This design comes from an exercise in tuning for small area, a short achievable clock period and few clock cycles per item on the open sky130 flow, not from production work.
Function was checked by simulation only, so behaviour that the tests miss may differ from the original.
No activity file was given, so power comes from the tool's default toggle rates.

**design/flow/config.mk**
```make
export PLATFORM = sky130hd
export DESIGN_NAME = oz_outer_fill
export DESIGN_NICKNAME = oz_outer_fill
export VERILOG_FILES = /design/flow/design.v
export SDC_FILE = /design/flow/constraint.sdc
export NUM_CORES = 4
export LEC_CHECK = 0
export CAP_MARGIN = 20
export CORE_MARGIN = 2
export CORE_UTILIZATION = 40
export SLEW_MARGIN = 20
```
**design/flow/constraint.sdc**
```tcl
create_clock -name core_clock -period 15.0 [get_ports {clk}]
set_input_delay 3.0000 -clock core_clock [delete_from_list [all_inputs] [get_ports {clk}]]
set_output_delay 3.0000 -clock core_clock [all_outputs]
set_load 0.01 [all_outputs]
```
**design/flow/design.v**
```verilog
module oz_outer_fill (
    input  wire        clk,
    input  wire        rst,         
    input  wire        in_valid,
    output reg         in_ready,
    input  wire [7:0]  in_data,
    input  wire        in_erase,
    output reg         out_valid,
    output reg         out_fail,
    output wire [2:0]  out_cnt,
    output wire [23:0] out_pos,
    output wire [31:0] out_val
);
    function automatic [7:0] mul_a1(input [7:0] a);    
        mul_a1 = {a[6:0], 1'b0} ^ (a[7] ? 8'h1D : 8'h00);
    endfunction
    function automatic [7:0] gf_mul(input [7:0] a, input [7:0] b);
        reg [7:0] p;
        reg [7:0] x;
        integer   n;
        begin
            p = 8'h00;
            x = a;
            for (n = 0; n < 8; n = n + 1) begin
                p = p ^ (x & {8{b[n]}});
                x = mul_a1(x);
            end
            gf_mul = p;
        end
    endfunction
    function automatic [7:0] gf_sq(input [7:0] a);
        gf_sq = {a[6],
                 a[3] ^ a[5] ^ a[6],
                 a[5],
                 a[2] ^ a[4] ^ a[5] ^ a[7],
                 a[4] ^ a[6],
                 a[1] ^ a[4] ^ a[5] ^ a[6],
                 a[7],
                 a[0] ^ a[4] ^ a[6] ^ a[7]};
    endfunction
    function automatic [7:0] cm(input integer m, input [7:0] a);   
        case (m)
            0: cm = a;
            1: cm = mul_a1(a);
            2: cm = mul_a1(mul_a1(a));
            default: cm = mul_a1(mul_a1(mul_a1(a)));
        endcase
    endfunction
    function automatic [7:0] mul_am1(input [7:0] a);   
        mul_am1 = {1'b0, a[7:1]} ^ (a[0] ? 8'h8E : 8'h00);
    endfunction
    function automatic [7:0] rom_x(input [5:0] p);
        reg [7:0] h;
        begin
            case (p[5:2])
            4'd0: h = 8'ha1;
            4'd1: h = 8'hd2;
            4'd2: h = 8'ha0;
            4'd3: h = 8'h0a;
            4'd4: h = 8'h23;
            4'd5: h = 8'h77;
            4'd6: h = 8'h35;
            4'd7: h = 8'h9c;
            4'd8: h = 8'hc0;
            4'd9: h = 8'h0c;
            4'd10: h = 8'hc9;
            4'd11: h = 8'h5a;
            4'd12: h = 8'h26;
            4'd13: h = 8'he8;
            4'd14: h = 8'h80;
            4'd15: h = 8'h08;
                default: h = 8'h00;
            endcase
            if (p[0]) h = mul_am1(h);
            if (p[1]) h = mul_am1(mul_am1(h));
            rom_x = h;
        end
    endfunction
    reg        fwd, back;     
    reg  [5:0] idx;           
    reg  [2:0] nerr;          
    reg  [7:0] b  [0:3];
    reg  [5:0] pos[0:3];
    reg  [7:0] t;             
    reg  [1:0] k;             
    reg  [1:0] i;             
    reg  [1:0] asel;          
    reg        prep, fin;     
    reg        chk;           
    assign out_cnt  = nerr;
    assign out_pos  = {pos[3], pos[2], pos[1], pos[0]};
    assign out_val  = {b[3], b[2], b[1], b[0]};
    wire       recv   = in_ready;
    wire       take   = in_valid && in_ready;
    wire [7:0] sym    = in_erase ? 8'h00 : in_data;
    wire       first  = (idx == 6'd0);
    wire       lastp  = (idx == 6'd63);
    wire [2:0] ncur   = first ? 3'd0 : nerr;
    wire       z0     = (ncur == 3'd0);
    wire       z1     = (ncur == 3'd1);
    wire       z45    = (ncur == 3'd4) || (ncur == 3'd5);
    wire       z5     = (ncur == 3'd5);
    wire [2:0] ninc   = z5 ? 3'd5 : ncur + 3'd1;
    wire [2:0] nnext  = in_erase ? ninc : ncur;
    wire       nosolve = in_erase ? z45 : (z0 || z5);    
    wire       f_is1  = in_erase ? z0 : z1;
    wire [1:0] fm1    = nerr[1:0] - 2'd1;       
    wire       jend   = (i == fm1);             
    wire       flast  = (i == k + 2'd1);        
    wire       klast  = (k == 2'd2) || (k == fm1);   
    wire [7:0] xr     = rom_x(recv ? idx : pos[asel]);
    wire [1:0] bs   = fwd ? i - 2'd1 : i;      
    wire [7:0] bop  = b[bs];
    wire [7:0] mb   = fwd ? bop : gf_sq(bop);
    wire [7:0] ma   = {t[7:1] & {7{~fin}}, t[0] | fin};
    wire [7:0] prod = gf_mul(ma, mb);
    wire [7:0] add = recv ? sym : prod;
    reg  [7:0] base [0:3];
    reg  [3:0] ben;
    integer    q;
    always @(*) begin
        for (q = 0; q < 4; q = q + 1) begin
            ben[q] = take || ((fwd || (back && !prep)) && i == q) ||
                     (back && fin && k == q);
            if (recv)
                base[q] = first ? 8'h00 : cm(q, b[q]);
            else if (fwd || k == q)
                base[q] = b[q];
            else
                base[q] = 8'h00;
        end
    end
    reg bad;
    always @(*) begin
        bad = 1'b0;
        for (q = 0; q < 4; q = q + 1)
            if (q >= nerr && b[q] != 8'h00) bad = 1'b1;
    end
    wire done_cw  = take && lastp;
    wire solve_cw = done_cw && !nosolve;
    wire back_end = back && ((chk && (bad || nerr == 3'd1)) ||
                             (fin && jend && k == 2'd0));
    wire recv_nx  = (recv && !solve_cw) || back_end;
    always @(posedge clk) begin
        if (rst) begin
            in_ready  <= 1'b1;
            fwd       <= 1'b0;
            back      <= 1'b0;
            idx       <= 6'd0;
            out_valid <= 1'b0;
        end else begin
            in_ready  <= recv_nx;
            out_valid <= (done_cw && !solve_cw) || back_end;
            if (take || back)
                idx <= (back && (fin || back_end)) ? 6'd0 : idx + 6'd1;
            if (solve_cw)
                fwd <= 1'b1;
            if (fwd && flast && klast) begin
                fwd  <= 1'b0;
                back <= 1'b1;
            end
            if (back_end)
                back <= 1'b0;
        end
    end
    always @(posedge clk) begin
        for (q = 0; q < 4; q = q + 1)
            if (ben[q]) b[q] <= base[q] ^ add;
        if (recv && z0)
            t <= xr;
        if (recv) begin
            k     <= 2'd0;
            i     <= 2'd3;
            fin   <= 1'b0;
            asel  <= f_is1 ? 2'd0 : 2'd1;
        end
        if (take) begin
            if (in_erase && !ncur[2])
                pos[ncur[1:0]] <= idx;
            nerr <= nnext;
            if (done_cw)
                out_fail <= in_erase || !z0;
        end
        if (fwd) begin
            i     <= i - 2'd1;
            if (flast) begin
                t <= xr;
                if (klast) begin
                    k     <= fm1 - 2'd1;
                    i     <= fm1;
                    asel  <= fm1 - 2'd1;
                    prep  <= 1'b1;
                    fin   <= 1'b0;
                    chk   <= 1'b1;
                end else begin
                    k     <= k + 2'd1;
                    i     <= 2'd3;
                    asel  <= ((k + 2'd1 == fm1) || (k == 2'd1)) ? fm1 : k + 2'd2;
                end
            end
        end
        if (back) begin
            prep <= 1'b0;
            fin  <= (idx[2:0] == 3'd7);
            chk  <= 1'b0;
            if (prep) begin
                t    <= t ^ xr;
                asel <= jend ? k : i + 2'd1;
            end
            if (fin) begin
                t    <= xr;
                prep <= 1'b1;
                if (jend) begin
                    k    <= k - 2'd1;
                    i    <= k;
                    asel <= k - 2'd1;
                end else begin
                    i    <= i + 2'd1;
                    asel <= k;
                end
            end
            if (back_end)
                out_fail <= chk && bad;
        end
    end
endmodule
```
**design/flow/flow/run.sh**
```bash
#!/bin/bash
# The standard layout (standard.sh: ORFS synthesis with synth_recipe.tcl, then
# floorplan to finish) with three changes, none to the design's registers or constraints:
#  - ABC maps the logic with an area-oriented script (flow/abc_area.script) in place of
#    ORFS's delay-oriented abc_speed.script; ORFS's scripts are otherwise used unchanged,
#    from a copy whose abc_speed.script is replaced;
#  - every port still gets a buffer, but a buf_1 cell instead of the default delay-buffer
#    cell (the resizer may upsize it);
#  - the resizer's setup repair aims for more slack than the 15 ns clock needs.
# The whole make output goes to make_layout.log; ORFS keeps each step's log under orfs/logs.
set -euo pipefail
here=$(pwd)
rm -rf "$here/orfs_scripts"
cp -r "$FLOW_HOME/scripts" "$here/orfs_scripts"
cp "$here/flow/abc_area.script" "$here/orfs_scripts/abc_speed.script"
export SCRIPTS_DIR="$here/orfs_scripts"
export BUFFER_PORTS_ARGS="-buffer_cell sky130_fd_sc_hd__buf_1"
export SETUP_SLACK_MARGIN=10.8
bash standard.sh > make_layout.log 2>&1
```
**design/flow/flow/abc_area.script**
```
strash
&get -n
&fraig -x
&put
scorr
dc2
strash
&get -n
&dch -f
&nf -R 1000
&put
strash
&get -n
&dch -f
&nf -R 1000
&put
```
**design/flow/standard.sh**
```bash
#!/bin/bash
# synth_recipe.tcl (not shown) runs the flow's synth.tcl, then flattens the netlist and writes it again
# the make line also repeats each setting of config.mk as NAME=value (left out here)
make -C /OpenROAD-flow-scripts/flow DESIGN_CONFIG=/design/flow/config.mk WORK_HOME=/design/flow/orfs CLKGATE_MAP_FILE= SYNTH_SCRIPT=/design/flow/synth_recipe.tcl "${@:-finish}"
```
==> results of run 1 <==
## power groups by stage
stage | Clock [W] | Combinational (W) | Sequential [W]
floorplan | 0 | 0.000469 | 0.000312
global placement | 0 | 0.000563 | 0.000319
detailed placement | 0 | 0.000564 | 0.000319
CTS | 0.000232 | 0.000602 | 0.000312
global route | 0.000241 | 0.000664 | 0.000315
finish | 0.000228 | 0.000607 | 0.000312
## sequential cells by signal, summed over array words and instances, names as in the netlist, 2 cells and up
register and flops:
asel 2, t 8, nerr 3, pos 24, k 2, idx 6
i 2, b 32
## stage by stage
stage	util [%]	area (sq um)
floorplan	-	6430
global placement	44.3	6990
detailed placement	44.3	6990
CTS	47.7	7520
global route	48.5	7650
finish	48.5	7650
## kinds of logic (layout without fill, tap and decap cells)
| family | count (synthesis) | after routing | share of synthesized area (%) |
|---|---|---|---|
| AOI/OAI and AO/OA | 165 | 165 | 16.1 |
| xor gates and xnor gates | 152 | 152 | 20.8 |
| adders and majority gates | 18 | 18 | 3.52 |
| buffers and inverters | 14 | 119 | 0.821 |
| DFF | 87 | 87 | 36.6 |
| muxes | 24 | 24 | 5.14 |
| and+or+nand+nor | 244 | 244 | 17.0 |
## cells in the mapped netlist, types with 2 or more instances
cell type | count | area (sq um)
a21oi_1 | 47 | 235
nand2b_1 | 15 | 93.8
a31oi_1 | 3 | 18.8
nand3_1 | 17 | 85.1
or2_0 | 3 | 18.8
a22oi_1 | 30 | 225
xor2_1 | 37 | 324
a22o_1 | 2 | 17.5
ha_1 | 18 | 225
o211ai_1 | 4 | 30.0
o21ai_0 | 43 | 215
dfxtp_1 | 27 | 541
o22a_1 | 3 | 26.3
clkinv_1 | 14 | 52.6
nand2_1 | 79 | 297
xnor2_1 | 115 | 1010
o22ai_1 | 10 | 62.6
and2_0 | 4 | 25.0
o31ai_1 | 3 | 22.5
edfxtp_1 | 60 | 1800
mux2i_1 | 16 | 160
nor2_1 | 85 | 319
nor2b_1 | 12 | 75.1
a211oi_1 | 2 | 15.0
nand4_1 | 2 | 12.5
mux4_2 | 7 | 158
a221o_1 | 5 | 50.1
nor4_1 | 10 | 62.6
nor3_1 | 11 | 55.1
a21o_1 | 4 | 30.0
a222oi_1 | 4 | 40.0
## area by class of cell
class	count	share of cell area (%)
Sequential cell	87	30.8
Inverter	14	0.736
Clock inverter	7	0.981
Timing Repair Buffer	89	5.48
Clock buffer	9	2.94
Tap cell	216	3.53
Multi-Input combinational cell	603	55.6
## cell usage in the layout, fill, tap and decap left out, drive strengths merged, types with 2 or more instances in the layout
| cell type | instances |
|---|---|
| nand2 | 79 |
| buf | 89 |
| nand4 | 2 |
| a22oi | 30 |
| o211ai | 4 |
| dfxtp | 27 |
| nor2b | 12 |
| clkinvlp | 2 |
| nor3 | 11 |
| ha | 18 |
| xnor2 | 115 |
| xor2 | 37 |
| a22o | 2 |
| inv | 3 |
| nor2 | 85 |
| clkbuf | 9 |
| a31oi | 3 |
| mux2i | 16 |
| and2 | 4 |
| o31ai | 3 |
| clkinv | 16 |
| a21o | 4 |
| o22a | 3 |
| edfxtp | 60 |
| or2 | 3 |
| nand3 | 17 |
| mux4 | 7 |
| nor4 | 10 |
| a211oi | 2 |
| a221o | 5 |
| nand2b | 15 |
| o22ai | 10 |
| a222oi | 4 |
| a21oi | 47 |
| o21ai | 43 |
## metal layers
metal	track usage [%]	routed length (microns)	vias up	share of wire (%)
li1	-	-	2745	-
met1	29.8	8270	2675	46
met2	34.4	8090	212	45
met3	4.52	1130	37	6.3
met4	7.63	467	0	2.6
met5	0	0	-	0
## worst max-delay path by stage
| stage | start | to | slack (ns) |
|---|---|---|---|
| 3_3_place_gp | i[0]$_DFF_P_ | b[1][4]$_DFFE_PP_ | 9.87 |
| 6_report | b[1][7]$_DFFE_PP_ | out_val[15] | 10.86 |
| 3_5_place_dp | i[0]$_DFF_P_ | b[0][4]$_DFFE_PP_ | 9.74 |
| 2_1_floorplan | in_valid | pos[0][0]$_DFFE_PP_ | 10.78 |
| 4_1_cts | in_ready$_SDFF_PP1_ | in_ready | 10.78 |
| 5_1_grt | asel[0]$_DFF_P_ | t[3]$_DFF_P_ | 10.79 |
## timing repair
action	in CTS	in global routing
pin swaps	7	8
setup buffers	12	3
endpoints found under the hold margin	0	0
setup endpoints to repair	62	39
gates resized for setup	39	23
==> impl_metrics.toml, run 1 <==
[detailed_routing]
wl_per_cell_microns = 17.5
routed_wl_mm = 18.0
dr_total_vias = 5669
firstDrtPassIters = 5
ant_nets = 0
avgViaCountPerCell = 5.53
drc = 0
drt_iter0_drc = 473

[setup_path]
path_buf_inv = 1
cp_slowest_cell = "edfxtp_1"
r2r_start = "i[0]$_DFF_P_"
required_ns = 12.00
r2r_slack_ns = 10.98
crit_type = "reg2out"
crit_chain = "buf_1"
worstPathMaxFanout = 8
rr_endpoint = "b[2][2]$_DFFE_PP_"
critPathArrivalTime_ns = 1.14
r2r_cells = 20
cp_slowest_stage_delay_ns = 0.58
worst_setup_path_start_kind = "register"
cp_num_cells = 1
endpoint_kind = "output pin"
critPathTopFamily = "flip-flops"

[yosys]
synth_nets = 734
async_reset_ff_share_pct = 0
synth_edf_count = 60
ys_types = 43
syn_inst = 704
ys.flop_type = "edfxtp_1"
synth_area_sq_um = 6400
yosysSeqAreaShare_pct = 36.6
synth_seq_cells = 87
syn_avg_cell_area_sq_um = 9.09
yosysWarnings = 3

[cts]
cts_buffers = 9
root_buffer = "clkbuf_16"
ctsHoldBuffers = 0
clock-sinks = 87
clkLatencyLatePin_ns = 0.36
cts.clk_slew.worst_paths_ns = 0.07
cts_htree_levels = 3
cts_buffer_depth = 2
tritoncts = "done"

[run_status]
status = "finished clean"

[power_and_ir_drop]
leakage_nw = 2.67
p_sw_w = 0.000465
power_frac_comb_pct = 52.9
seq_power_share_pct = 27.2
power_density_nw_per_um2 = 150
internal_power_w = 0.000683
sw_frac_of_total_pct = 40.5
clockPowerShare_pct = 19.9
ir_worst_vdd_uv = 72.6
p_total_w = 0.00115

[hold_path]
hold_depth = 2
hold_start = "chk$_SDFFE_PP0P_"
min_to = "chk$_SDFFE_PP0P_"
worstHoldPathType = "reg2reg"

[layout]
diodes = 0
fin_nets = 834
register_area_sq_um = 2350
num-fill-cells = 1543
drive_gt1_share_pct = 10.3
area_growth_pct = 19.5
multi_input_area_sq_um = 4250
fin_cells = 1025

[sta]
fin_worst_skew_ns = 0.00999
tns_ns = 0
max_freq_mhz = 242
fin_crit_ns = 4.14
worst_pin_slew_ns = 1.01
final.period_utilization_pct = 27.6
timing.slew.headroom_pct = 32.3
finalHoldViolations = 0
setup_ws_ns = 10.86
hold_ws_ns = 0.493
rsz0062_at_grt = "true"
setup_viol = 0
drv_slew = 0

[place]
dpl.hpwl_mm = 13.0
place_inst = 994
place_congestion = 0.899
portBuffers = 73
pre_cts_slack_ns = 9.74

[floorplan]
die_x_microns = 131
core-area_sq_um = 15800
initial_core_util_pct = 40.6
die_y_microns = 131
pin_count = 74
die_area_sq_um = 17000
row_count = 46

[global_route]
grt_max_degree = 26
track_usage_pct = 21.8
grt_pass1_wl_mm = 28.6
grt_pass1_vias = 5353
antenna_found_initial = 0
grt_overflow = 0

[job]
maxCapViolCount = 0
Testbench counts, summed over its fixed seeds: cycles 185,935, items 2,400.
==> run 2, diff against run 1 <==
--- a/design/flow/flow/run.sh
+++ b/design/flow/flow/run.sh
@@ -15,5 +15,5 @@
 cp "$here/flow/abc_area.script" "$here/orfs_scripts/abc_speed.script"
 export SCRIPTS_DIR="$here/orfs_scripts"
 export BUFFER_PORTS_ARGS="-buffer_cell sky130_fd_sc_hd__buf_1"
-export SETUP_SLACK_MARGIN=10.8
+export SETUP_SLACK_MARGIN=10.9
 bash standard.sh > make_layout.log 2>&1
--- a/design/flow/config.mk
+++ b/design/flow/config.mk
@@ -8,4 +8,5 @@
 export CAP_MARGIN = 20
 export CORE_MARGIN = 2
 export CORE_UTILIZATION = 40
+export CTS_BUF_LIST = sky130_fd_sc_hd__clkbuf_8 sky130_fd_sc_hd__clkbuf_16
 export SLEW_MARGIN = 20
==> run 2 against run 1 <==
Compared with the run above:
- sequential power fell by 1%
- worst hold slack improved by 0.012 ns
- count of clock-buffer cells in the layout did not move
- combinational power rose by 1%
- sequential cell count did not move
- register-to-register slack improved by 0.12 ns
- clock power rose by 4%
- total power rose by 0.89%
- maximum frequency rose by 1.4%
- global-route usage rose by 0.94 points
- critical path depth rose by 1
- critical path type unchanged
- largest cell class unchanged
- largest power group unchanged
==> impl_metrics.toml, run 2 <==
[sta]
max_freq_mhz = 245
drv_slew = 0
worst_pin_slew_ns = 0.878
rsz0062_at_grt = "true"
hold_ws_ns = 0.505
finalHoldViolations = 0
setup_viol = 0
timing.slew.headroom_pct = 39.8
fin_crit_ns = 4.08
fin_worst_skew_ns = 0.0110
final.period_utilization_pct = 27.2
tns_ns = 0

[cts]
cts_buffers = 9
tritoncts = "done"
clkLatencyLatePin_ns = 0.36
cts.clk_slew.worst_paths_ns = 0.07
clock-sinks = 87
cts_buffer_depth = 2
cts_htree_levels = 3
root_buffer = "clkbuf_16"

[yosys]
synthMostInstantiatedCell = "xnor2_1"
synth_nets = 734
syn_avg_cell_area_sq_um = 9.09
yosysWarnings = 3
syn_inst = 704
synth_seq_cells = 87
async_reset_ff_share_pct = 0
synth_top_area_share_pct = 28.1
ys.flop_type = "edfxtp_1"
ys_types = 43
synth_edf_count = 60
synth_area_sq_um = 6400
yosysSeqAreaShare_pct = 36.6
synth_largest_area_cell = "edfxtp_1"
synthTopCellsByArea = "edfxtp_1 (28%), xnor2_1 (16%), dfxtp_1 (8.4%), xor2_1 (5.1%), nor2_1 (5.0%)"
synth_commonest_cells = "xnor2_1 (115), nor2_1 (85), nand2_1 (79)"

[setup_path]
critPathArrivalTime_ns = 1.08
worst_setup_path_start_kind = "register"
path_buf_inv = 2
r2r_start = "i[0]$_DFF_P_"
critPathTopFamily = "flip-flops"
worstPathMaxFanout = 12
crit_type = "reg2out"
rr_endpoint = "b[1][2]$_DFFE_PP_"
r2r_cells = 20
required_ns = 12.00
crit_chain = "buf_12 -> buf_1"
cp_slowest_stage_delay_ns = 0.39
r2r_slack_ns = 11.10
cp_slowest_cell = "dfxtp_4"
endpoint_kind = "output pin"

[detailed_routing]
drc = 0
wl_met1_mm = 8.41
ant_nets = 0
dr_total_vias = 5862
wl_per_cell_microns = 18.3
dr_wl_met3_mm = 1.37
firstDrtPassIters = 5
dr.max_layer_used = "met4"
avgViaCountPerCell = 5.67
drt_iter0_drc = 533
wl_met2_mm = 8.89
routed_wl_mm = 19.0

[layout]
postLayoutCellArea_sq_um = 7750
regMostFlops = "b"
layout_common_cells = "xnor2_1 (111), nor2_1 (81), nand2_1 (77), buf_1 (73), edfxtp_1 (60)"
diodes = 0
fin_nets = 843
area_growth_pct = 21.0
largest_reg_flops = 32
num-fill-cells = 1505
drive_gt1_share_pct = 11.5
mostFrequentLayoutCell = "xnor2_1"

[global_route]
grt_pass1_vias = 5624
track_usage_pct = 22.7
antenna_found_initial = 0
grt_max_degree = 26
grt_pass1_wl_mm = 30.0
grt_overflow = 0

[power_and_ir_drop]
internal_power_w = 0.000694
ir_worst_vdd_uv = 87.0
power_density_nw_per_um2 = 149
leakage_nw = 2.72
p_sw_w = 0.000464
power_frac_comb_pct = 53.1
clockPowerShare_pct = 20.3
sw_frac_of_total_pct = 40.1
seq_power_share_pct = 26.6

[floorplan]
row_count = 46
core-area_sq_um = 15800
pin_count = 74
initial_core_util_pct = 40.6
die_area_sq_um = 17000
die_y_microns = 131
die_x_microns = 131

[place]
portBuffers = 73
dpl_cell_area_sq_um = 7020
place_congestion = 0.965
dpl.hpwl_mm = 13.7

[run_status]
status = "finished clean"

[hold_path]
min_to = "chk$_SDFFE_PP0P_"
hold_start = "chk$_SDFFE_PP0P_"
worstHoldPathType = "reg2reg"
hold_depth = 2

[job]
maxCapViolCount = 0
run 2: cell count changes in the layout (fill, tap and decap cells not counted), sizes merged:
| cell | before | now |
|---|---|---|
| buf | 89 | 97 |
| inv | 3 | 4 |
| clkinvlp | 2 | 4 |
| bufinv | 0 | 1 |
| bufbuf | 0 | 1 |
| clkinv | 16 | 12 |
run 2: cell families (layout without fill, tap and decap cells):
family                   Yosys count  after routing  share of synthesized area [%]
AO/OA/AOI/OAI                    165            165                           16.1
XOR/XNOR                         152            152                           20.8
flip-flops                        87             87                           36.6
AND/OR/NAND/NOR                  244            244                           17.0
buffers and inverters             14            128                          0.821
multiplexers                      24             24                           5.14
adder cells (fa/ha/maj)           18             18                           3.52
run 2: layer usage:
metal / global-route usage (%) / up-vias
li1: - / 2774
met1: 30.4 / 2830
met2: 37.4 / 234
met3: 4.85 / 24
met4: 6.07 / 0
met5: 0 / -
run 2: worst max path at each step:
stage	startpoint	end	slack, ns	cells after the start
finish	in_ready$_SDFF_PP1_	in_ready	10.92	2
global route	in_erase	pos[0][5]$_DFFE_PP_	10.86	3
CTS	i[1]$_DFF_P_	b[1][2]$_DFFE_PP_	10.91	20
detailed placement	i[0]$_DFF_P_	b[0][2]$_DFFE_PP_	9.76	17
global placement	i[0]$_DFF_P_	b[0][2]$_DFFE_PP_	9.96	17
floorplan	i[0]$_DFF_P_	b[0][2]$_DFFE_PP_	10.91	17
run 2: power groups by stage:
stage	clock (W)	sequential, W	combinational [W]
finish	0.000236	0.000308	0.000615
global route	0.000248	0.000310	0.000669
CTS	0.000239	0.000309	0.000606
detailed placement	0	0.000319	0.000574
global placement	0	0.000318	0.000571
floorplan	0	0.000312	0.000474
run 2: worst min-delay path: cells and delay by family, from the launching register on:
family	cells	cell delay (ns)
DFF	1	0.35
and+or+nand+nor	2	0.12
run 2: layout make-up:
class	instances	area, sq um	share of cell area [%]
multi-input combinational	603	4260	54.9
tap	216	270	3.49
clock buffer	9	225	2.91
clock inverter	7	77.6	1.00
inverter	14	60.1	0.775
timing repair buffer	98	499	6.44
sequential	87	2360	30.5
run 2: metrics by stage:
| step | instances | utilization (%) | power, W | worst slack (ns) |
|---|---|---|---|---|
| 2_1_floorplan | 704 | - | 0.000786 | 10.91 |
| 3_3_place_gp | 995 | 44.5 | 0.000889 | 9.96 |
| 3_5_place_dp | 995 | 44.5 | 0.000893 | 9.76 |
| 4_1_cts | 1022 | 47.9 | 0.00115 | 10.91 |
| 5_1_grt | 1034 | 49.1 | 0.00123 | 10.86 |
| 6_report | 1034 | 49.1 | 0.00116 | 10.92 |
run 2: what timing repair did:
item,CTS,global route
pin swaps,5,6
setup buffers,10,12
resized for setup,36,20
hold buffers,0,0
endpoints found under the setup margin,44,50
cloned,1,0
==> run 3, diff against run 2 <==
--- a/design/flow/config.mk
+++ b/design/flow/config.mk
@@ -7,6 +7,5 @@
 export LEC_CHECK = 0
 export CAP_MARGIN = 20
 export CORE_MARGIN = 2
-export CORE_UTILIZATION = 40
-export CTS_BUF_LIST = sky130_fd_sc_hd__clkbuf_8 sky130_fd_sc_hd__clkbuf_16
+export CORE_UTILIZATION = 55
 export SLEW_MARGIN = 20
==> run 3 against run 2 <==
Compared with the run above:
- count of clock-buffer cells in the layout unchanged
- maximum frequency shrank 0.18%
- final area down 0.58%
- largest cell class unchanged
- clock power is essentially flat
==> impl_metrics.toml, run 3 <==
[sta]
timing.slew.headroom_pct = 26.9
worst_pin_slew_ns = 1.10
finalHoldViolations = 0
tns_ns = 0
final.period_utilization_pct = 27.3
fin_worst_skew_ns = 0.00610
fin_crit_ns = 4.09
max_freq_mhz = 245
drv_slew = 0
rsz0062_at_grt = "true"
setup_viol = 0

[yosys]
async_reset_ff_share_pct = 0
synth_area_sq_um = 6400
yosysWarnings = 3
ys.flop_type = "edfxtp_1"
synthMostInstantiatedCell = "xnor2_1"
synth_commonest_cells = "xnor2_1 (115), nor2_1 (85), nand2_1 (79)"
ys_types = 43
synth_largest_area_cell = "edfxtp_1"
yosysSeqAreaShare_pct = 36.6
synth_top_area_share_pct = 28.1
synth_seq_cells = 87
synthTopCellsByArea = "edfxtp_1 (28%), xnor2_1 (16%), dfxtp_1 (8.4%), xor2_1 (5.1%), nor2_1 (5.0%)"
syn_avg_cell_area_sq_um = 9.09
synth_edf_count = 60
synth_nets = 734
syn_inst = 704

[detailed_routing]
avgViaCountPerCell = 6.07
firstDrtPassIters = 5
ant_nets = 0
drt_iter0_drc = 396
wl_per_cell_microns = 18.9
drc = 0
dr_total_vias = 5847
routed_wl_mm = 18.3

[floorplan]
pin_count = 74
core-area_sq_um = 11400
die_y_microns = 112
row_count = 39
die_x_microns = 112
die_area_sq_um = 12500
initial_core_util_pct = 56.3

[global_route]
grt_overflow = 0
antenna_found_initial = 0
grt_max_degree = 26
grt_pass1_wl_mm = 29.0
grt_pass1_vias = 5573
track_usage_pct = 29.2

[setup_path]
worstPathMaxFanout = 8
endpoint_kind = "register"
critPathArrivalTime_ns = 4.10
cp_slowest_cell = "buf_1"
worst_setup_path_start_kind = "input port"
required_ns = 15.01
crit_chain = "buf_1 -> nand3_2 -> nor3_4"
cp_slowest_stage_delay_ns = 0.39
crit_type = "in2reg"

[layout]
largest_reg_flops = 32
regMostFlops = "b"
mostFrequentLayoutCell = "xnor2_1"
layout_common_cells = "xnor2_1 (111), nor2_1 (80), nand2_1 (77), buf_1 (73), edfxtp_1 (60)"
diodes = 0
fin_nets = 846
drive_gt1_share_pct = 12.4
fin_util_pct = 67.8
area_growth_pct = 20.3

[place]
portBuffers = 73
place_congestion = 0.925
dpl.hpwl_mm = 13.2

[cts]
clock-sinks = 87
clkLatencyLatePin_ns = 0.35
tritoncts = "done"
cts_htree_levels = 3
cts.clk_slew.worst_paths_ns = 0.07
cts_buffer_depth = 2
root_buffer = "clkbuf_16"
ctsHoldBuffers = 0
cts_buffers = 9

[power_and_ir_drop]
ir_worst_vdd_uv = 178
internal_power_w = 0.000699
p_total_w = 0.00118
power_density_nw_per_um2 = 153
clockPowerShare_pct = 19.9
seq_power_share_pct = 26.0
sw_frac_of_total_pct = 40.7
power_frac_comb_pct = 54.1
leakage_nw = 2.73
p_sw_w = 0.000480

[job]
maxCapViolCount = 0

[hold_path]
worstHoldPathType = "reg2reg"

[run_status]
status = "finished clean"
## run 3: cell counts after synthesis
No cell type changed its count.
## run 3: worst max-delay path: cells and delay by family
family / cells / cell delay, ns
buffers and inverters: 1 / 0.39
and+or+nand+nor: 2 / 0.71
## run 3: power by group through the flow
stage / registers (W) / logic [W] / clock network [W]
3_5_place_dp: 0.000317 / 0.000582 / 0
2_1_floorplan: 0.000312 / 0.000474 / 0
6_report: 0.000306 / 0.000638 / 0.000235
4_1_cts: 0.000308 / 0.000615 / 0.000236
3_3_place_gp: 0.000317 / 0.000579 / 0
5_1_grt: 0.000309 / 0.000692 / 0.000244
## run 3: logic make-up after synthesis
family | count (synthesis) | synth area share, %
DFF | 87 | 36.6
and+or+nand+nor | 244 | 17.0
AOI/OAI and AO/OA | 165 | 16.1
muxes | 24 | 5.14
buffers and inverters | 14 | 0.821
xor gates and xnor gates | 152 | 20.8
adders and majority gates | 18 | 3.52
## run 3: final timing paths
check	startpoint	endpoint	slack, ns	cells after the start
setup / recovery	in_erase	pos[1][0]$_DFFE_PP_	10.91	3
hold / removal	chk$_SDFFE_PP0P_	chk$_SDFFE_PP0P_	0.52	2
setup reg to reg	i[0]$_DFF_P_	b[1][2]$_DFFE_PP_	11.08	20
hold reg to reg	chk$_SDFFE_PP0P_	chk$_SDFFE_PP0P_	0.52	2
## run 3: stage by stage
step	hold slack (ns)	area [sq um]	setup WS, ns	std cells
after floorplan	0.455	6460	10.91	704
after global placement	0.476	6930	9.98	922
after detailed placement	0.504	6930	9.76	922
after CTS	0.514	7450	10.90	948
after global routing	0.542	7700	10.83	964
final	0.515	7700	10.91	964
## run 3: area by class of cell
type | count | area [sq um]
clock buffers | 9 | 225
clock inverters | 7 | 78.8
inverters | 14 | 63.8
repair buffers | 101 | 522
well taps | 143 | 179
flip-flops and latches | 87 | 2360
fillers | 929 | 3670
multi-input cells | 603 | 4280
## run 3: repair_timing
| item | 4_1_cts | 5_1_grt |
|---|---|---|
| buffers inserted | 9 | 16 |
| endpoints found under the setup margin | 42 | 49 |
| pin swaps | 5 | 10 |
| cloned | 1 | 0 |
| gates resized for setup | 33 | 27 |
## run 3: routing by layer
layer | global-route usage, % | part of all wire (%) | up-vias
met1 | 39.2 | 43 | 2807
met3 | 6.15 | 6.7 | 32
met4 | 10.5 | 2.3 | 0
met5 | 0 | 0 | -
met2 | 46.9 | 48 | 226
li1 | - | - | 2782
==> run 4, diff against run 3 <==
--- a/design/flow/config.mk
+++ b/design/flow/config.mk
@@ -7,5 +7,6 @@
 export LEC_CHECK = 0
 export CAP_MARGIN = 20
 export CORE_MARGIN = 2
-export CORE_UTILIZATION = 55
+export CORE_UTILIZATION = 40
+export GPL_TIMING_DRIVEN = 0
 export SLEW_MARGIN = 20
==> run 4 against run 3 <==
Compared with the run above:
- non-clock buffer count grew 2
- combinational power fell by 1%
- critical path depth shrank 2
- final area rose by 0.75%
- synthesized cell count did not move
- clock skew up 0.0017 ns
- utilization fell by 19 points
- count of clock-buffer cells in the layout up 1
- worst setup slack improved by 0.030 ns
- cell count grew 7.8%
- sequential power about the same
==> impl_metrics.toml, run 4 <==
[yosys]
synthMostInstantiatedCell = "xnor2_1"
synthTopCellsByArea = "edfxtp_1 (28%), xnor2_1 (16%), dfxtp_1 (8.4%), xor2_1 (5.1%), nor2_1 (5.0%)"
yosysSeqAreaShare_pct = 36.6
synth_commonest_cells = "xnor2_1 (115), nor2_1 (85), nand2_1 (79)"
async_reset_ff_share_pct = 0
synth_area_sq_um = 6400
syn_avg_cell_area_sq_um = 9.09
ys.flop_type = "edfxtp_1"
synth_seq_cells = 87
ys_types = 43
yosysWarnings = 3
synth_edf_count = 60
syn_inst = 704
synth_top_area_share_pct = 28.1
synth_largest_area_cell = "edfxtp_1"
synth_nets = 734

[job]
maxCapViolCount = 0

[global_route]
grt_max_degree = 26
antenna_found_initial = 0
track_usage_pct = 21.4
grt_pass1_vias = 5538
grt_overflow = 0
grt_pass1_wl_mm = 28.6

[sta]
final.period_utilization_pct = 27.1
rsz0062_at_grt = "true"
finalHoldViolations = 0
fin_crit_ns = 4.06
fin_worst_skew_ns = 0.00780
setup_viol = 0
timing.slew.headroom_pct = 39.6
worst_pin_slew_ns = 0.898
max_freq_mhz = 246
drv_slew = 0
tns_ns = 0

[layout]
area_growth_pct = 21.2
fin_nets = 848
regMostFlops = "b"
register_area_sq_um = 2360
multi_input_area_sq_um = 4280
drive_gt1_share_pct = 12.3
mostFrequentLayoutCell = "xnor2_1"
fin_cells = 1039
layout_common_cells = "xnor2_1 (110), nor2_1 (82), nand2_1 (77), buf_1 (72), edfxtp_1 (60)"
fin_util_pct = 49.2
num-fill-cells = 1521
largest_reg_flops = 32
diodes = 0

[power_and_ir_drop]
power_density_nw_per_um2 = 148
leakage_nw = 2.73
ir_worst_vdd_uv = 77.9

[detailed_routing]
ant_nets = 0
routed_wl_mm = 18.1
drc = 0
drt_iter0_drc = 727
dr_total_vias = 5785
avgViaCountPerCell = 5.57
wl_per_cell_microns = 17.4
firstDrtPassIters = 7

[floorplan]
row_count = 46
initial_core_util_pct = 40.6
die_area_sq_um = 17000
die_x_microns = 131
pin_count = 74
core-area_sq_um = 15800
die_y_microns = 131

[place]
place_congestion = 0.896
dpl.hpwl_mm = 13.1
portBuffers = 73
place_inst = 994

[setup_path]
required_ns = 12.00
worst_setup_path_start_kind = "register"
critPathArrivalTime_ns = 1.06
path_buf_inv = 1
cp_slowest_stage_delay_ns = 0.50
cp_slowest_cell = "dfxtp_4"
crit_chain = "buf_1"
critPathTopFamily = "flip-flops"
crit_type = "reg2out"
worstPathMaxFanout = 13
endpoint_kind = "output pin"

[cts]
clkLatencyLatePin_ns = 0.35
ctsHoldBuffers = 0
cts.clk_slew.worst_paths_ns = 0.07
root_buffer = "clkbuf_16"
clock-sinks = 87
cts_buffers = 9
cts_htree_levels = 3
tritoncts = "done"
cts_buffer_depth = 2

[run_status]
status = "finished clean"

[hold_path]
worstHoldPathType = "reg2reg"
## run 4: cell counts after synthesis
No cell type changed its count.
## run 4: repair_timing
action,in CTS,in global routing
resized for setup,32,24
setup buffers,11,18
setup endpoints to repair,45,65
endpoints found under the hold margin,0,0
pin swaps,5,9
## run 4: tightest hold or removal path, delay by kind of cell (launching register included)
kind             cells  cell delay, ns
AND/OR/NAND/NOR      2            0.16
flip-flops           1            0.33
## run 4: path summary, 6_finish.rpt
| check | startpoint | endpoint | slack [ns] | cells past startpoint |
|---|---|---|---|---|
| min | chk$_SDFFE_PP0P_ | chk$_SDFFE_PP0P_ | 0.52 | 2 |
| max | in_ready$_SDFF_PP1_ | in_ready | 10.94 | 1 |
| max reg2reg | i[1]$_DFF_P_ | b[2][3]$_DFFE_PP_ | 11.04 | 20 |
| min reg2reg | chk$_SDFFE_PP0P_ | chk$_SDFFE_PP0P_ | 0.52 | 2 |
## run 4: stage by stage
stage / hold WS [ns] / worst slack, ns / cell area, sq um / power, W
3_5_place_dp: 0.503 / 9.86 / 7020 / 0.000897
5_1_grt: 0.570 / 10.91 / 7760 / 0.00122
3_3_place_gp: 0.477 / 9.88 / 7000 / 0.000885
6_report: 0.524 / 10.94 / 7760 / 0.00115
4_1_cts: 0.515 / 10.87 / 7490 / 0.00114
2_1_floorplan: 0.455 / 10.91 / 6460 / 0.000786
## run 4: cell type report
type                            instances  share of cell area, %
Sequential cell                        87                   30.4
Multi-Input combinational cell        603                   55.1
Clock inverter                          6                  0.580
Inverter                               14                  0.742
Tap cell                              216                   3.48
Timing Repair Buffer                  103                   6.71
Clock buffer                           10                   2.95
## run 4: kinds of logic after synthesis
logic type	count (synthesis)	share of synthesized area [%]
AOI/OAI and AO/OA	165	16.1
xor gates and xnor gates	152	20.8
adders and majority gates	18	3.52
buffers and inverters	14	0.821
DFF	87	36.6
muxes	24	5.14
and+or+nand+nor	244	17.0
## run 4: power breakdown
group	switching, W	internal (W)	leakage (nW)
logic	0.000339	0.000291	1.78
registers	0.0000268	0.000280	0.819
clock network	0.0000957	0.000113	0.132
## run 4: routing by layer
layer	GRT usage, %	vias up	routed length [microns]
met5	0	-	0
met4	7.38	0	329
met3	4.48	28	1260
met2	34.0	252	8380
met1	29.2	2730	8140
li1	-	2775	-
==> run 5, diff against run 4 <==
--- a/design/flow/config.mk
+++ b/design/flow/config.mk
@@ -8,5 +8,4 @@
 export CAP_MARGIN = 20
 export CORE_MARGIN = 2
 export CORE_UTILIZATION = 40
-export GPL_TIMING_DRIVEN = 0
 export SLEW_MARGIN = 20
==> run 5 against run 4 <==
Compared with the run above:
- largest cell class unchanged
- count of clock-buffer cells in the layout stayed put
- first-iteration DRC count is 27% lower
- critical path depth up 1
- sequential cell count stayed put
- synthesized area stayed put
- critical path type unchanged
- non-clock buffer count down 5
- register-to-register slack improved by 0.06 ns
- utilization decreased by 0.079 points
- total power grew 1.1%
- die area did not move
- global-route usage is 1.3 points higher
==> impl_metrics.toml, run 5 <==
[run_status]
status = "finished clean"

[sta]
setup_viol = 0
final.period_utilization_pct = 27.2
fin_crit_ns = 4.08
timing.slew.headroom_pct = 39.8
hold_ws_ns = 0.505
fin_worst_skew_ns = 0.0107
rsz0062_at_grt = "true"
worst_pin_slew_ns = 0.878
finalHoldViolations = 0
tns_ns = 0
drv_slew = 0
max_freq_mhz = 245

[hold_path]
hold_start = "chk$_SDFFE_PP0P_"
worstHoldPathType = "reg2reg"
hold_depth = 2
min_to = "chk$_SDFFE_PP0P_"

[detailed_routing]
ant_nets = 0
drc = 0
wl_per_cell_microns = 18.4
drt_iter0_drc = 533
routed_wl_mm = 19.0
firstDrtPassIters = 6
avgViaCountPerCell = 5.68
dr_total_vias = 5878

[global_route]
gr-usage-met1_pct = 30.4
grt_use_met2_pct = 37.4
grt_pass1_vias = 5624
grt_pass1_wl_mm = 30.0
grt_overflow = 0
grt_max_degree = 26
grt.busiest_layer = "met2"
track_usage_pct = 22.7
antenna_found_initial = 0
use_met3_pct = 4.85

[setup_path]
r2r_slack_ns = 11.10
cp_slowest_cell = "dfxtp_4"
endpoint_kind = "output pin"
rr_endpoint = "b[1][2]$_DFFE_PP_"
worstPathMaxFanout = 12
r2r_start = "i[0]$_DFF_P_"
crit_type = "reg2out"
worst_setup_path_start_kind = "register"
crit_chain = "buf_12 -> buf_1"
cp_slowest_stage_delay_ns = 0.39
critPathArrivalTime_ns = 1.08
required_ns = 12.00
r2r_cells = 20

[layout]
fin_nets = 843
num-fill-cells = 1505
drive_gt1_share_pct = 11.5
layout_common_cells = "xnor2_1 (111), nor2_1 (81), nand2_1 (77), buf_1 (73), edfxtp_1 (60)"
diodes = 0
largest_reg_flops = 32
mostFrequentLayoutCell = "xnor2_1"
area_growth_pct = 21.0
regMostFlops = "b"

[power_and_ir_drop]
p_sw_w = 0.000464
leakage_nw = 2.72
clockPowerShare_pct = 20.4
p_total_w = 0.00116
internal_power_w = 0.000695
power_density_nw_per_um2 = 150
seq_power_share_pct = 26.6
power_frac_comb_pct = 53.0
sw_frac_of_total_pct = 40.0
ir_worst_vdd_uv = 87.0

[yosys]
yosysSeqAreaShare_pct = 36.6
ys_types = 43
synth_commonest_cells = "xnor2_1 (115), nor2_1 (85), nand2_1 (79)"
synth_seq_cells = 87
synthMostInstantiatedCell = "xnor2_1"
synth_nets = 734
synth_largest_area_cell = "edfxtp_1"
ys.flop_type = "edfxtp_1"
synth_top_area_share_pct = 28.1
syn_avg_cell_area_sq_um = 9.09
synth_area_sq_um = 6400
synthTopCellsByArea = "edfxtp_1 (28%), xnor2_1 (16%), dfxtp_1 (8.4%), xor2_1 (5.1%), nor2_1 (5.0%)"
synth_edf_count = 60
async_reset_ff_share_pct = 0
yosysWarnings = 3
syn_inst = 704

[cts]
cts_buffer_depth = 2
cts.clk_slew.worst_paths_ns = 0.07
clock-sinks = 87
root_buffer = "clkbuf_16"
clkLatencyLatePin_ns = 0.36
tritoncts = "done"
ctsHoldBuffers = 0
cts_buffers = 9
cts_htree_levels = 3

[floorplan]
die_area_sq_um = 17000
core-area_sq_um = 15800
die_y_microns = 131
initial_core_util_pct = 40.6
die_x_microns = 131
pin_count = 74
row_count = 46

[job]
maxCapViolCount = 0

[place]
portBuffers = 73
place_congestion = 0.965
dpl.hpwl_mm = 13.7
[run 5: cell counts after synthesis]
Identical to the previous run, type by type.
[run 5: worst max-delay path, delay by kind of cell (launching register included)]
family	cells	cell delay [ns]
DFF	1	0.39
buffers and inverters	2	0.33
[run 5: cells by family after synthesis]
group           share of synthesized area [%]
mux                                      5.14
flops                                    36.6
simple gates                             17.0
buf+inv                                 0.821
xor+xnor                                 20.8
compound gates                           16.1
fa+ha+maj                                3.52
[run 5: metal layers]
layer	wire, microns	up-vias
met5	0	-
met4	322	0
met3	1420	30
met2	8890	249
met1	8370	2826
li1	-	2773
[run 5: cell type report]
class | count | area [sq um] | area share (%)
timing repair buffer | 98 | 499 | 6.44
clock inverter | 6 | 73.8 | 0.953
tap | 216 | 270 | 3.49
multi-input combinational | 603 | 4260 | 54.9
clock buffer | 10 | 229 | 2.95
inverter | 14 | 60.1 | 0.775
sequential | 87 | 2360 | 30.5
[run 5: timing repair]
action	in CTS	in global routing
hold endpoints to repair	0	0
pin swaps	5	6
buffers inserted	10	12
gates cloned	1	0
endpoints found under the setup margin	44	50
resized for setup	36	20
[run 5: metrics by stage]
| step | area (sq um) | utilization (%) | worst slack, ns | instances |
|---|---|---|---|---|
| after global routing | 7750 | 49.1 | 10.86 | 1034 |
| after floorplan | 6460 | - | 10.91 | 704 |
| after CTS | 7560 | 47.9 | 10.91 | 1022 |
| after detailed placement | 7020 | 44.5 | 9.76 | 995 |
| after global placement | 7020 | 44.5 | 9.96 | 995 |
| final | 7750 | 49.1 | 10.92 | 1034 |
[run 5: worst max-delay path by stage]
stage                                    from             endpoint  slack [ns]  cells after the start
after global placement           i[0]$_DFF_P_    b[0][2]$_DFFE_PP_        9.96                     17
after floorplan                  i[0]$_DFF_P_    b[0][2]$_DFFE_PP_       10.91                     17
after detailed placement         i[0]$_DFF_P_    b[0][2]$_DFFE_PP_        9.76                     17
after global routing                 in_erase  pos[0][5]$_DFFE_PP_       10.86                      3
after CTS                        i[1]$_DFF_P_    b[1][2]$_DFFE_PP_       10.91                     20
final                     in_ready$_SDFF_PP1_             in_ready       10.92                      2
[run 5: power by group through the flow]
stage               sequential, W  combinational (W)  clock (W)
global route             0.000310           0.000669   0.000249
floorplan                0.000312           0.000474          0
CTS                      0.000309           0.000606   0.000240
finish                   0.000308           0.000615   0.000236
global placement         0.000318           0.000571          0
detailed placement       0.000319           0.000574          0
==> run 6, diff against run 5 <==
==> design/flow/flow/run.sh (replaced) <==
#!/bin/bash
# The standard layout (standard.sh: ORFS synthesis with synth_recipe.tcl, then floorplan,
# place, cts, route and finish) with three changes, none to the design's registers or to its
# constraints:
#  - ABC maps the logic with an area-oriented script (flow/abc_area.script) in place of ORFS's
#    delay-oriented abc_speed.script; ORFS's scripts are otherwise used unchanged, from a copy
#    whose abc_speed.script is replaced;
#  - every port still gets its buffer, but a buf_1 cell instead of the default delay-buffer
#    cell (the resizer may still upsize it);
#  - the resizer's setup repair aims for more slack than the 15 ns clock needs.
# Each make target's full output goes to its own log_<target>.log here; ORFS also keeps each
# tool's log under orfs/logs.
set -euo pipefail
here=$(pwd)
rm -rf "$here/orfs_scripts"
cp -r "$FLOW_HOME/scripts" "$here/orfs_scripts"
cp "$here/flow/abc_area.script" "$here/orfs_scripts/abc_speed.script"
export SCRIPTS_DIR="$here/orfs_scripts"
export BUFFER_PORTS_ARGS="-buffer_cell sky130_fd_sc_hd__buf_1"
export SETUP_SLACK_MARGIN=10.9
for target in synth floorplan place cts route finish; do
  bash standard.sh "$target" > "log_${target}.log" 2>&1
done
--- a/design/flow/config.mk
+++ b/design/flow/config.mk
@@ -8,4 +8,7 @@
 export CAP_MARGIN = 20
 export CORE_MARGIN = 2
 export CORE_UTILIZATION = 40
+export CTS_BUF_LIST = sky130_fd_sc_hd__clkbuf_8
+export CTS_CLUSTER_SIZE = 12
+export GPL_TIMING_DRIVEN = 0
 export SLEW_MARGIN = 20
==> run 6 against run 5 <==
Compared with the run above:
- worst hold slack better by 0.025 ns
- critical path depth fell by 1
- clock skew increased by 0.0019 ns
- die area unchanged
- cell count grew 2.1%
- highest routed layer unchanged
- sequential power decreased by 2%
- total power decreased by 5.9%
- non-clock buffer count is 22 higher
- synthesized area unchanged
- still clean
- maximum frequency grew 0.50%
==> impl_metrics.toml, run 6 <==
[run_status]
status = "finished clean"

[floorplan]
die_x_microns = 131
core-area_sq_um = 15800
initial_core_util_pct = 40.6
pin_count = 74
die_area_sq_um = 17000
die_y_microns = 131
row_count = 46

[yosys]
synth_largest_area_cell = "edfxtp_1"
ys.flop_type = "edfxtp_1"
syn_inst = 704
async_reset_ff_share_pct = 0
synth_top_area_share_pct = 28.1
ys_types = 43
synthTopCellsByArea = "edfxtp_1 (28%), xnor2_1 (16%), dfxtp_1 (8.4%), xor2_1 (5.1%), nor2_1 (5.0%)"
synth_area_sq_um = 6400
synth_edf_count = 60
syn_avg_cell_area_sq_um = 9.09
synth_commonest_cells = "xnor2_1 (115), nor2_1 (85), nand2_1 (79)"
yosysSeqAreaShare_pct = 36.6
synthMostInstantiatedCell = "xnor2_1"
synth_nets = 734
synth_seq_cells = 87
yosysWarnings = 3

[layout]
register_area_sq_um = 2360
drive_gt1_share_pct = 14.0
fin_nets = 865
regMostFlops = "b"
diodes = 0
mostFrequentLayoutCell = "xnor2_1"
multi_input_area_sq_um = 4260
num-fill-cells = 1526
area_growth_pct = 21.3
largest_reg_flops = 32
fin_cells = 1056
layout_common_cells = "xnor2_1 (112), nor2_1 (81), nand2_1 (77), buf_1 (72), edfxtp_1 (60)"

[setup_path]
path_buf_inv = 1
cp_slowest_cell = "edfxtp_1"
worstPathMaxFanout = 5
crit_type = "reg2out"
endpoint_kind = "output pin"
worst_setup_path_start_kind = "register"
required_ns = 12.00
critPathArrivalTime_ns = 1.06
critPathTopFamily = "flip-flops"
cp_slowest_stage_delay_ns = 0.51
crit_chain = "buf_1"

[global_route]
grt_max_degree = 26
antenna_found_initial = 0
grt_pass1_vias = 5545
track_usage_pct = 21.7
grt_pass1_wl_mm = 28.9
grt_overflow = 0

[sta]
finalHoldViolations = 0
fin_crit_ns = 4.06
rsz0062_at_grt = "false"
drv_slew = 0
fin_worst_skew_ns = 0.0127
setup_viol = 0
final.period_utilization_pct = 27.1
max_freq_mhz = 246
worst_pin_slew_ns = 0.871
timing.slew.headroom_pct = 40.3
tns_ns = 0

[place]
place_congestion = 0.896
dpl.hpwl_mm = 13.1
portBuffers = 73
place_inst = 994

[cts]
clock-sinks = 87
root_buffer = "clkbuf_8"
cts_buffers = 9
tritoncts = "done"
clkLatencyLatePin_ns = 0.38
cts.clk_slew.worst_paths_ns = 0.09
cts_buffer_depth = 2
cts_htree_levels = 3

[power_and_ir_drop]
power_density_nw_per_um2 = 140
leakage_nw = 2.75
ir_worst_vdd_uv = 69.6

[detailed_routing]
ant_nets = 0
drc = 0
wl_per_cell_microns = 17.4
drt_iter0_drc = 703
routed_wl_mm = 18.4
dr_total_vias = 5847
firstDrtPassIters = 6
avgViaCountPerCell = 5.54

[hold_path]
worstHoldPathType = "reg2reg"

[job]
maxCapViolCount = 0
[run 6: logic make-up (layout without fill, tap and decap cells)]
kind of cell | after synthesis | in the layout | share of synthesized area, %
compound gates | 165 | 165 | 16.1
xor+xnor | 152 | 152 | 20.8
fa+ha+maj | 18 | 18 | 3.52
buf+inv | 14 | 150 | 0.821
flops | 87 | 87 | 36.6
mux | 24 | 24 | 5.14
simple gates | 244 | 244 | 17.0
[run 6: stage by stage]
stage	hold WS [ns]	area, sq um	power [W]	util (%)	worst slack (ns)
after global placement	0.477	7000	0.000885	44.4	9.88
final	0.530	7770	0.00109	49.3	10.94
after detailed placement	0.503	7020	0.000897	44.5	9.86
after floorplan	0.455	6460	0.000786	-	10.91
after global routing	0.575	7770	0.00116	49.3	10.89
after CTS	0.519	7440	0.00108	47.2	10.81
[run 6: final cells by class]
cell class | instances | area share, %
sequential | 87 | 30.4
multi-input combinational | 603 | 54.8
clock inverter | 7 | 0.628
clock buffer | 9 | 1.59
timing repair buffer | 120 | 8.34
tap | 216 | 3.48
inverter | 14 | 0.789
[run 6: timing repair]
item / 4_1_cts / 5_1_grt
hold buffers: 0 / 0
buffers inserted: 18 / 28
setup endpoints to repair: 48 / 57
pin swaps: 4 / 9
gates resized for setup: 31 / 25
[run 6: worst paths after layout]
path                                         from           endpoint  slack (ns)  cells after the start
worst min register to register   chk$_SDFFE_PP0P_   chk$_SDFFE_PP0P_        0.53                      2
worst min-delay path             chk$_SDFFE_PP0P_   chk$_SDFFE_PP0P_        0.53                      2
worst max-delay path            b[3][2]$_DFFE_PP_        out_val[26]       10.94                      1
worst max register to register       i[0]$_DFF_P_  b[2][3]$_DFFE_PP_       11.03                     20
[run 6: worst register-to-register path, delay by kind of cell (launching register included)]
family | cells | cell delay [ns]
xor gates and xnor gates | 5 | 0.90
adders and majority gates | 1 | 0.26
and+or+nand+nor | 5 | 0.54
DFF | 1 | 0.40
AOI/OAI and AO/OA | 5 | 0.99
buffers and inverters | 4 | 0.65
[run 6: power breakdown]
group          internal (W)  leakage, nW  total, W  switching, W
combinational      0.000294         1.85  0.000638      0.000344
clock             0.0000607       0.0904  0.000149     0.0000884
sequential         0.000279        0.819  0.000303     0.0000235
total              0.000634         2.75   0.00109      0.000456
[run 6: routing by layer]
layer / track usage (%) / vias to the layer above / share of wire [%]
li1: - / 2804 / -
met1: 29.7 / 2761 / 45
met2: 34.6 / 254 / 46
met4: 6.70 / 0 / 1.9
met3: 4.85 / 28 / 7.4
met5: 0 / - / 0
==> run 7, diff against run 6 <==
--- a/design/flow/config.mk
+++ b/design/flow/config.mk
@@ -8,7 +8,5 @@
 export CAP_MARGIN = 20
 export CORE_MARGIN = 2
 export CORE_UTILIZATION = 40
-export CTS_BUF_LIST = sky130_fd_sc_hd__clkbuf_8
-export CTS_CLUSTER_SIZE = 12
 export GPL_TIMING_DRIVEN = 0
 export SLEW_MARGIN = 20
==> run 7 against run 6 <==
Compared with the run above:
- final area about the same
- clock power increased by about 40%
- routed wire length decreased by 1.5%
- cell count decreased by 1.6%
- die area unchanged
- clock skew decreased by 0.0049 ns
- combinational power decreased by 1%
- global-route usage decreased by 0.29 points
- sequential share of layout area about the same
- highest routed layer unchanged
==> impl_metrics.toml, run 7 <==
[run_status]
status = "finished clean"

[place]
dpl.hpwl_mm = 13.1
portBuffers = 73
pre_cts_slack_ns = 9.86
place_congestion = 0.896

[power_and_ir_drop]
power_frac_comb_pct = 55.0
p_sw_w = 0.000461
sw_frac_of_total_pct = 40.3
seq_power_share_pct = 26.8
leakage_nw = 2.73
clockPowerShare_pct = 18.2
power_density_nw_per_um2 = 148
ir_worst_vdd_uv = 77.9
internal_power_w = 0.000685

[setup_path]
critPathArrivalTime_ns = 1.06
cp_num_cells = 1
r2r_start = "i[1]$_DFF_P_"
path_buf_inv = 1
crit_type = "reg2out"
cp_slowest_stage_delay_ns = 0.50
endpoint_kind = "output pin"
cp-endpoint = "in_ready"
r2r_cells = 20
required_ns = 12.00
cp-startpoint = "in_ready$_SDFF_PP1_"
critPathTopFamily = "flip-flops"
cp_slowest_cell = "dfxtp_4"
rr_endpoint = "b[2][3]$_DFFE_PP_"
r2r_slack_ns = 11.04
worstPathMaxFanout = 13
crit_chain = "buf_1"
worst_setup_path_start_kind = "register"

[layout]
layout_common_cells = "xnor2_1 (110), nor2_1 (82), nand2_1 (77), buf_1 (72), edfxtp_1 (60)"
regMostFlops = "b"
largest_reg_flops = 32
fin_nets = 848
num-fill-cells = 1521
diodes = 0
drive_gt1_share_pct = 12.3
mostFrequentLayoutCell = "xnor2_1"
area_growth_pct = 21.2

[global_route]
antenna_found_initial = 0
grt_max_degree = 26
grt_pass1_wl_mm = 28.6
grt_pass1_vias = 5538
grt_overflow = 0
track_usage_pct = 21.4

[detailed_routing]
wl_per_cell_microns = 17.4
drt_iter0_drc = 727
dr_total_vias = 5785
ant_nets = 0
avgViaCountPerCell = 5.57
routed_wl_mm = 18.1
firstDrtPassIters = 7
drc = 0

[sta]
fin_crit_ns = 4.06
drv_slew = 0
max_freq_mhz = 246
hold_ws_ns = 0.524
timing.slew.headroom_pct = 39.6
setup_viol = 0
final.period_utilization_pct = 27.1
tns_ns = 0
finalHoldViolations = 0
setup_ws_ns = 10.94
fin_worst_skew_ns = 0.00780
rsz0062_at_grt = "true"
worst_pin_slew_ns = 0.898

[yosys]
ys_types = 43
synth_edf_count = 60
syn_avg_cell_area_sq_um = 9.09
synthMostInstantiatedCell = "xnor2_1"
synth_commonest_cells = "xnor2_1 (115), nor2_1 (85), nand2_1 (79)"
synth_top_area_share_pct = 28.1
synthTopCellsByArea = "edfxtp_1 (28%), xnor2_1 (16%), dfxtp_1 (8.4%), xor2_1 (5.1%), nor2_1 (5.0%)"
synth_largest_area_cell = "edfxtp_1"
synth_area_sq_um = 6400
async_reset_ff_share_pct = 0
synth_seq_cells = 87
yosysSeqAreaShare_pct = 36.6
ys.flop_type = "edfxtp_1"
synth_nets = 734
syn_inst = 704
yosysWarnings = 3

[floorplan]
initial_core_util_pct = 40.6
die_x_microns = 131
core-area_sq_um = 15800
row_count = 46
die_area_sq_um = 17000
die_y_microns = 131
pin_count = 74

[cts]
clock-sinks = 87
tritoncts = "done"
cts_buffer_depth = 2
root_buffer = "clkbuf_16"
clkLatencyLatePin_ns = 0.35
cts_buffers = 9
cts.clk_slew.worst_paths_ns = 0.07
cts_htree_levels = 3

[job]
maxCapViolCount = 0

[hold_path]
worstHoldPathType = "reg2reg"
## run 7: stage by stage
| stage | cell area [sq um] | utilization [%] | power [W] | instances |
|---|---|---|---|---|
| floorplan | 6460 | - | 0.000786 | 704 |
| global placement | 7000 | 44.4 | 0.000885 | 993 |
| detailed placement | 7020 | 44.5 | 0.000897 | 994 |
| CTS | 7490 | 47.5 | 0.00114 | 1021 |
| global route | 7760 | 49.2 | 0.00122 | 1039 |
| finish | 7760 | 49.2 | 0.00115 | 1039 |
## run 7: cells by family (layout without fill, tap and decap cells)
group	after synthesis	in the layout	synth area share (%)
AOI/OAI and AO/OA	165	165	16.1
xor gates and xnor gates	152	152	20.8
buffers and inverters	14	133	0.821
and+or+nand+nor	244	244	17.0
DFF	87	87	36.6
muxes	24	24	5.14
adders and majority gates	18	18	3.52
## run 7: worst min path at each step
| stage | startpoint | end | slack, ns | cells after the start |
|---|---|---|---|---|
| after global routing | chk$_SDFFE_PP0P_ | chk$_SDFFE_PP0P_ | 0.57 | 2 |
| final | chk$_SDFFE_PP0P_ | chk$_SDFFE_PP0P_ | 0.52 | 2 |
| after detailed placement | chk$_SDFFE_PP0P_ | chk$_SDFFE_PP0P_ | 0.50 | 2 |
| after CTS | chk$_SDFFE_PP0P_ | chk$_SDFFE_PP0P_ | 0.51 | 2 |
| after floorplan | chk$_SDFFE_PP0P_ | chk$_SDFFE_PP0P_ | 0.46 | 2 |
| after global placement | chk$_SDFFE_PP0P_ | chk$_SDFFE_PP0P_ | 0.48 | 2 |
## run 7: power groups by stage
stage / Clock [W] / Sequential, W / Combinational (W)
after floorplan: 0 / 0.000312 / 0.000474
after global placement: 0 / 0.000316 / 0.000569
after detailed placement: 0 / 0.000317 / 0.000580
after CTS: 0.000213 / 0.000309 / 0.000615
after global routing: 0.000222 / 0.000310 / 0.000683
final: 0.000209 / 0.000307 / 0.000630
## run 7: cell type report
type                       instances  area [sq um]  area share (%)
multi-input combinational        603          4280            55.1
timing repair buffer             103           520            6.71
sequential                        87          2360            30.4
inverter                          14          57.6           0.742
clock inverter                     6          45.0           0.580
tap                              216           270            3.48
clock buffer                      10           229            2.95
## run 7: timing repair
item                                    4_1_cts  5_1_grt
hold buffers                                  0        0
gates resized for setup                      32       24
buffers inserted                             11       18
pin swaps                                     5        9
endpoints found under the setup margin       45       65
cloned                                        0        0
## run 7: layer usage
| layer | global-route usage, % | vias up | part of all wire, % |
|---|---|---|---|
| li1 | - | 2775 | - |
| met1 | 29.2 | 2730 | 45 |
| met2 | 34.0 | 252 | 46 |
| met3 | 4.48 | 28 | 7.0 |
| met4 | 7.38 | 0 | 1.8 |
| met5 | 0 | - | 0 |
==> run 8, diff against run 7 <==
--- a/design/flow/design.v
+++ b/design/flow/design.v
@@ -108,12 +108,11 @@
     wire       jend   = (i == fm1);             
     wire       flast  = (i == k + 2'd1);        
     wire       klast  = (k == 2'd2) || (k == fm1);   
+    wire [1:0] jn     = jend ? k : i + 2'd1;       
+    wire [1:0] kn     = jend ? k - 2'd1 : k;
     wire [7:0] xr     = rom_x(recv ? idx : pos[asel]);
     wire [1:0] bs   = fwd ? i - 2'd1 : i;      
-    wire [7:0] bop  = b[bs];
-    wire [7:0] mb   = fwd ? bop : gf_sq(bop);
-    wire [7:0] ma   = {t[7:1] & {7{~fin}}, t[0] | fin};
-    wire [7:0] prod = gf_mul(ma, mb);
+    wire [7:0] prod = gf_mul(t, b[bs]);
     wire [7:0] add = recv ? sym : prod;
     reg  [7:0] base [0:3];
     reg  [3:0] ben;
@@ -200,24 +199,19 @@
             end
         end
         if (back) begin
-            prep <= 1'b0;
-            fin  <= (idx[2:0] == 3'd7);
+            prep <= fin;
+            fin  <= (idx[2:0] == 3'd6);
             chk  <= 1'b0;
             if (prep) begin
-                t    <= t ^ xr;
-                asel <= jend ? k : i + 2'd1;
-            end
+                t    <= gf_sq(t ^ xr);   
+                asel <= jn;
+            end else
+                t    <= gf_sq(t);
             if (fin) begin
-                t    <= xr;
-                prep <= 1'b1;
-                if (jend) begin
-                    k    <= k - 2'd1;
-                    i    <= k;
-                    asel <= k - 2'd1;
-                end else begin
-                    i    <= i + 2'd1;
-                    asel <= k;
-                end
+                t    <= xr;              
+                asel <= kn;
+                i    <= jn;
+                k    <= kn;
             end
             if (back_end)
                 out_fail <= chk && bad;
--- a/design/flow/flow/run.sh
+++ b/design/flow/flow/run.sh
@@ -17,7 +17,7 @@
 cp "$here/flow/abc_area.script" "$here/orfs_scripts/abc_speed.script"
 export SCRIPTS_DIR="$here/orfs_scripts"
 export BUFFER_PORTS_ARGS="-buffer_cell sky130_fd_sc_hd__buf_1"
-export SETUP_SLACK_MARGIN=10.9
+export SETUP_SLACK_MARGIN=11.0
 for target in synth floorplan place cts route finish; do
   bash standard.sh "$target" > "log_${target}.log" 2>&1
 done
==> run 8 against run 7 <==
Compared with the run above:
- die area rose by 1.3%
- utilization rose by 1.3 points
- routed wire length hardly changed
- largest cell class unchanged
==> impl_metrics.toml, run 8 <==
[sta]
drv_slew = 0
max_freq_mhz = 251
final.period_utilization_pct = 26.6
tns_ns = 0
finalHoldViolations = 0
timing.slew.headroom_pct = 30.0
fin_crit_ns = 3.98

[yosys]
yosysWarnings = 3
async_reset_ff_share_pct = 0
syn_inst = 723
synth_seq_cells = 87
ys.flop_type = "edfxtp_1"
syn_avg_cell_area_sq_um = 8.97
synth_commonest_cells = "nand2_1 (107), xnor2_1 (98), xor2_1 (74)"
synthTopCellsByArea = "edfxtp_1 (28%), xnor2_1 (13%), xor2_1 (10%), dfxtp_1 (8.0%), nand2_1 (6.2%)"
synth_area_sq_um = 6490
ys_types = 41
synth_largest_area_cell = "edfxtp_1"
synth_edf_count = 61

[cts]
cts.clk_slew.worst_paths_ns = 0.07
cts_htree_levels = 3
root_buffer = "clkbuf_16"
cts_buffers = 9
ctsHoldBuffers = 0
clkLatencyLatePin_ns = 0.36

[global_route]
grt_pass1_wl_mm = 29.2
grt_pass1_vias = 5434
grt_overflow = 0
grt_max_degree = 26

[setup_path]
path_buf_inv = 1
rr_endpoint = "t[4]$_DFF_P_"
critPathTopFamily = "flip-flops"
worstPathMaxFanout = 4
cp-startpoint = "b[0][1]$_DFFE_PP_"
r2r_slack_ns = 11.24
critPathArrivalTime_ns = 0.98
endpoint_kind = "output pin"
cp_slowest_stage_delay_ns = 0.46
r2r_start = "asel[0]$_DFF_P_"
crit_type = "reg2out"
worst_setup_path_start_kind = "register"
cp_slowest_cell = "edfxtp_1"

[detailed_routing]
drc = 0
avgViaCountPerCell = 5.37
ant_nets = 0
drt_iter0_drc = 442

[layout]
largest_reg_flops = 32
drive_gt1_share_pct = 14.3
diodes = 0
area_growth_pct = 23.7
regMostFlops = "b"
mostFrequentLayoutCell = "nand2_1"
fin_nets = 893
num-fill-cells = 1517
layout_common_cells = "nand2_1 (106), xnor2_1 (96), xor2_1 (72), buf_1 (71), nor2_1 (68)"

[floorplan]
die_x_microns = 131
row_count = 46
die_y_microns = 131
core-area_sq_um = 15900

[hold_path]
worstHoldPathType = "reg2reg"
hold_start = "out_fail$_DFF_P_"
hold_depth = 2

[place]
portBuffers = 73
dpl.hpwl_mm = 12.9
place_congestion = 0.853

[power_and_ir_drop]
internal_power_w = 0.000657
power_density_nw_per_um2 = 134
p_sw_w = 0.000420
power_frac_comb_pct = 49.5
ir_worst_vdd_uv = 71.2

[run_status]
status = "finished clean"
-- run 8: kinds of logic after synthesis --
logic type / share of synthesized area, %
simple gates: 15.5
xor+xnor: 23.2
compound gates: 15.7
flops: 36.3
buf+inv: 1.22
mux: 4.30
fa+ha+maj: 3.86
-- run 8: worst max path at each step --
stage | end | slack [ns] | cells past startpoint
3_5_place_dp | b[2][3]$_DFFE_PP_ | 10.09 | 14
3_3_place_gp | t[4]$_DFF_P_ | 10.08 | 14
6_report | out_val[1] | 11.02 | 1
5_1_grt | t[4]$_DFF_P_ | 10.92 | 16
2_1_floorplan | pos[1][0]$_DFFE_PP_ | 11.00 | 4
4_1_cts | t[4]$_DFF_P_ | 10.76 | 14
-- run 8: power groups by stage --
stage / registers [W] / clock network [W] / logic, W
after floorplan: 0.000323 / 0 / 0.000405
after global placement: 0.000331 / 0 / 0.000480
after detailed placement: 0.000332 / 0 / 0.000482
after CTS: 0.000313 / 0.000238 / 0.000521
after global routing: 0.000315 / 0.000249 / 0.000585
final: 0.000312 / 0.000233 / 0.000533
-- run 8: repair_timing --
| item | in CTS | in global routing |
|---|---|---|
| endpoints found under the setup margin | 90 | 45 |
| pin swaps | 4 | 1 |
| gates resized for setup | 35 | 17 |
| setup buffers | 35 | 18 |
-- run 8: layout make-up --
cell class                 count  area [sq um]  share of cell area [%]
multi-input combinational    615          4300                    53.6
clock inverter                 7          83.8                    1.04
tap                          216           270                    3.37
sequential                    87          2360                    29.5
inverter                      21          80.1                   0.998
timing repair buffer         127           696                    8.67
clock buffer                   9           225                    2.81
-- run 8: metrics by stage --
step / setup slack, ns / cell area (sq um) / power (W) / util [%] / std cells
global route: 10.92 / 8020 / 0.00115 / 50.5 / 1082
CTS: 10.76 / 7800 / 0.00107 / 49.1 / 1063
floorplan: 11.00 / 6540 / 0.000728 / - / 723
finish: 11.02 / 8020 / 0.00108 / 50.5 / 1082
global placement: 10.08 / 7090 / 0.000811 / 44.6 / 1012
detailed placement: 10.09 / 7090 / 0.000814 / 44.6 / 1012
-- run 8: layer usage --
| metal | global-route usage, % | up-vias | wire length (microns) |
|---|---|---|---|
| met5 | 0 | - | 0 |
| met4 | 8.70 | 0 | 616 |
| met3 | 3.24 | 38 | 772 |
| met2 | 34.3 | 157 | 8560 |
| met1 | 28.2 | 2760 | 8180 |
| li1 | - | 2857 | - |
Testbench counts of run 8, summed over its fixed seeds: cycles 183,209, items 2,400.

Setup slack of run 8, layout unchanged: 11.015 ns with ideal ports, 10.973 ns with driving cells assumed (clock clkbuf_16, inputs buf_2), 10.696 ns with port delays also shifted by the 0.394 ns mid clock arrival.
